This is an optimization exercise on Yosys and OpenROAD, whose aim is small area and few clock cycles per item, not a production implementation. Only simulation tests tie the RTL to the original design; equivalence was not proved.

## aes128_enc
module aes128_enc (
    input  wire         clk,
    input  wire         rst,         
    input  wire         start,
    input  wire [127:0] key,
    input  wire [127:0] block_in,
    output wire         ready,
    output reg          done,
    output wire [127:0] block_out
);
==> flow/config.mk <==
export PLATFORM = sky130hd
export DESIGN_NAME = aes128_enc
export DESIGN_NICKNAME = aes128_enc
export VERILOG_FILES = /design/flow/design.v
export SDC_FILE = /design/flow/constraint.sdc
export NUM_CORES = 4
export LEC_CHECK = 0
export CAP_MARGIN = 20
export CELL_PAD_IN_SITES_DETAIL_PLACEMENT = 0
export CELL_PAD_IN_SITES_GLOBAL_PLACEMENT = 1
export CORE_MARGIN = 2
export CORE_UTILIZATION = 65
export CTS_BUF_LIST = sky130_fd_sc_hd__clkbuf_4 sky130_fd_sc_hd__clkbuf_8
export SLEW_MARGIN = 20
==> flow/constraint.sdc <==
create_clock -name core_clock -period 8.0 [get_ports {clk}]
set_input_delay 1.6000 -clock core_clock [delete_from_list [all_inputs] [get_ports {clk}]]
set_output_delay 1.6000 -clock core_clock [all_outputs]
set_load 0.01 [all_outputs]
standard.sh (not shown) runs the stock make flow with config.mk's settings and CLKGATE_MAP_FILE= SYNTH_SCRIPT=/design/flow/synth_recipe.tcl, a recipe that flattens the netlist after the stock synthesis.
==> flow/flow/run.sh <==
#!/bin/bash
# Own layout flow: the standard flow (standard.sh) unchanged except for
# ABC's technology mapping in synthesis, which uses flow/abc_map.script
# (area-oriented mapping) in place of ORFS's speed script. Yosys's passes,
# register names, floorplan, placement, CTS, routing and finish are the
# standard flow's. Run in the standard flow's work folder: bash flow/run.sh
set -euo pipefail
W=$(pwd)
F=$W/flow

# Synthesis script: synth_recipe.tcl with the abc call's -script replaced.
{
  head -n 1 synth_recipe.tcl
  cat <<TCL
proc abc {args} {
  set i [lsearch -exact \$args -script]
  if {\$i >= 0} { lset args [expr {\$i + 1}] $F/abc_map.script }
  yosys abc {*}\$args
}
TCL
  tail -n +2 synth_recipe.tcl
} > my_synth.tcl

sed "s#$W/synth_recipe.tcl#$W/my_synth.tcl#g" standard.sh > my_standard.sh
grep -q "my_synth.tcl" my_standard.sh

# Port buffers: the smallest buffer instead of the one buffer_ports picks.
# No extraction of half adders before ABC (ADDER_MAP_FILE empty).
bash my_standard.sh ADDER_MAP_FILE= RECOVER_POWER=100 BUFFER_PORTS_ARGS="-buffer_cell sky130_fd_sc_hd__buf_1" finish > flow_make.log 2>&1
==> flow/flow/abc_map.script <==
&get -n
&dch
&nf -R 1000
&put
The starting point produced a layout that fails on max-capacitance violations, max-slew violations.
Testbench counts at the start, summed over its fixed seeds: cycles 16,008, blocks 1,600.
Then changed:
--- a/flow/flow/run.sh
+++ b/flow/flow/run.sh
@@ -29 +29 @@
-bash my_standard.sh ADDER_MAP_FILE= RECOVER_POWER=100 BUFFER_PORTS_ARGS="-buffer_cell sky130_fd_sc_hd__buf_1" finish > flow_make.log 2>&1
+bash my_standard.sh ADDER_MAP_FILE= BUFFER_PORTS_ARGS="-buffer_cell sky130_fd_sc_hd__buf_1" finish > flow_make.log 2>&1
- CORE_UTILIZATION: 65 -> 50
Outcome:
- The changed run passed the timing, design-rule and antenna checks
- die area rises by 29%
- synthesized cell count does not change
- worst setup slack is better by 100 ps
- synthesized area does not change
- clock skew falls by 19 ps
- final area rises by 3.4%
- wire length rises by 5.2%
- clock-buffer cell count rises by 4
- maximum frequency rises by 1.3%
Then changed:
- CORE_UTILIZATION: 50 -> 65
Effect: The new run finished with timing, DRC and antenna clean; clock-buffer cell count fell by 4; routed wire length fell by about 5%; via count rose by 3.1%; worst hold slack is better by 58 ps.


== build 74 ==
Another version of the RTL of aes128_enc (not shown whole).
For scale: roughly 270 flip-flops, about 390 I/O pins.
Settings: LEC_CHECK=0, CAP_MARGIN=20, CELL_PAD_IN_SITES_DETAIL_PLACEMENT=0, CELL_PAD_IN_SITES_GLOBAL_PLACEMENT=1, CORE_MARGIN=2, CORE_UTILIZATION=65, CTS_BUF_LIST=sky130_fd_sc_hd__clkbuf_4 sky130_fd_sc_hd__clkbuf_8, SLEW_MARGIN=20; clock period 8.0 ns.
==> flow/flow/run.sh <==
#!/bin/bash
# Own layout flow: the standard flow (standard.sh) unchanged except for
# ABC's technology mapping in synthesis, which uses flow/abc_map.script
# (area-oriented mapping) in place of ORFS's speed script. Yosys's passes,
# register names, floorplan, placement, CTS, routing and finish are the
# standard flow's. Run in the standard flow's work folder: bash flow/run.sh
set -euo pipefail
W=$(pwd)
F=$W/flow

# Synthesis script: synth_recipe.tcl with the abc call's -script replaced.
{
  head -n 1 synth_recipe.tcl
  cat <<TCL
proc abc {args} {
  set i [lsearch -exact \$args -script]
  if {\$i >= 0} { lset args [expr {\$i + 1}] $F/abc_map.script }
  yosys abc {*}\$args
}
TCL
  tail -n +2 synth_recipe.tcl
} > my_synth.tcl

sed "s#$W/synth_recipe.tcl#$W/my_synth.tcl#g" standard.sh > my_standard.sh
grep -q "my_synth.tcl" my_standard.sh

bash my_standard.sh \
  ADDER_MAP_FILE= \
  BUFFER_PORTS_ARGS="-buffer_cell sky130_fd_sc_hd__buf_1" \
  CTS_ARGS="-sink_clustering_enable -repair_clock_nets -dont_use_dummy_load -buf_list {sky130_fd_sc_hd__clkbuf_4 sky130_fd_sc_hd__clkbuf_8}" \
  finish > flow_make.log 2>&1
Scripts as last shown in full above: flow/flow/abc_map.script
Build 74 has completed all stages; timing, DRC and antenna checks passed.
Testbench counts of build 74, summed over its fixed seeds: cycles 16,008, blocks 1,600.
Inputs modified between build 74 and build 97:
--- a/flow/flow/run.sh
+++ b/flow/flow/run.sh
@@ -30 +30 @@
-  CTS_ARGS="-sink_clustering_enable -repair_clock_nets -dont_use_dummy_load -buf_list {sky130_fd_sc_hd__clkbuf_4 sky130_fd_sc_hd__clkbuf_8}" \
+  CTS_ARGS="-sink_clustering_enable -repair_clock_nets -dont_use_dummy_load -sink_clustering_size 16 -sink_clustering_max_diameter 80 -buf_list {sky130_fd_sc_hd__clkbuf_4 sky130_fd_sc_hd__clkbuf_8}" \
--- a/flow/config.mk
+++ b/flow/config.mk
@@ -12 +12 @@
-export CORE_UTILIZATION = 65
+export CORE_UTILIZATION = 75
Results
Build 97 did not finish: a tool error stopped it during 3_1_place_gp_skip_io.
Against build 74, build 97 reports a number of cell rows that is lower.
The vertical extent of the die reported for build 97 is smaller than that of build 74 by about 7%.
Cmp build 97 and build 74 / die span in x / lower: build 97
Input-level comparison between build 34 and build 97:
--- a/flow/config.mk
+++ b/flow/config.mk
@@ -10 +10 @@
-export CELL_PAD_IN_SITES_GLOBAL_PLACEMENT = 1
+export CELL_PAD_IN_SITES_GLOBAL_PLACEMENT = 0
@@ -12 +12 @@
-export CORE_UTILIZATION = 75
+export CORE_UTILIZATION = 72
==> notes.md <==
Diff build 34..build 97 | simple-gate portion of the synthesized area | unchanged
Looking at the reports, build 34 completed the entire flow and the layout it produced met the timing, design-rule and antenna checks.
Number of rows in the core area, build 34 vs build 97: up by a few percent
Build 34 against build 97: number of distinct library cells after synthesis flat; cell area after synthesis flat; count of flip-flops with a built-in enable after synthesis flat; multiplexer area fraction after synthesis flat; sequential fraction of the synthesis area flat.
Going from build 97 to build 34, complex-gate fraction of the synthesized area closely matched the old numbers, die boundary width increased by about 2% relative to the old numbers, height of the die increased by 2.0% relative to the old numbers, fraction of registers with async set/reset closely matched the old numbers.

[separate check: timing with driven ports]
No port has a modelled driver above. Below, the same layouts with a new extraction and two added sets of constraints. Step 1 sets driving cells, clkbuf_16 on the clock port and buf_2 on the other inputs (assumed; they add their load-dependent delay and slew). Step 2, shift: input delay + t, output delay - t, t = (earliest + latest rising clock arrival at the registers) / 2. This alone moves slack from input paths to output paths. a / b / c = ideal / step 1 / step 2; a / b = the first two.
run | shift t [ns] | slack for setup (ns) | worst setup path after step 2 | latest minus earliest clock arrival (ns) | worst slew at a driven data input, ns
the first run of note 1 | 0.718 | 0.296 / 0.296 / -0.318 | input to register | 0.048 / 0.047 | 0.07
the second run of note 1 | 0.700 | 0.398 / 0.398 / -0.056 | input to register | 0.027 / 0.028 | 0.06
the third run of note 1 | 0.718 | 0.333 / 0.333 / -0.189 | input to register | 0.048 / 0.049 | 0.07
build 74 | 0.691 | 0.783 / 0.783 / 0.136 | input to register | 0.073 / 0.073 | 0.10
build 34 | 0.679 | 0.790 / 0.790 / 0.255 | input to register | 0.048 / 0.048 | 0.07
The setup slack of build 74, which loses most, moves by 0.000 ns with the drivers and by -0.647 ns with both steps.
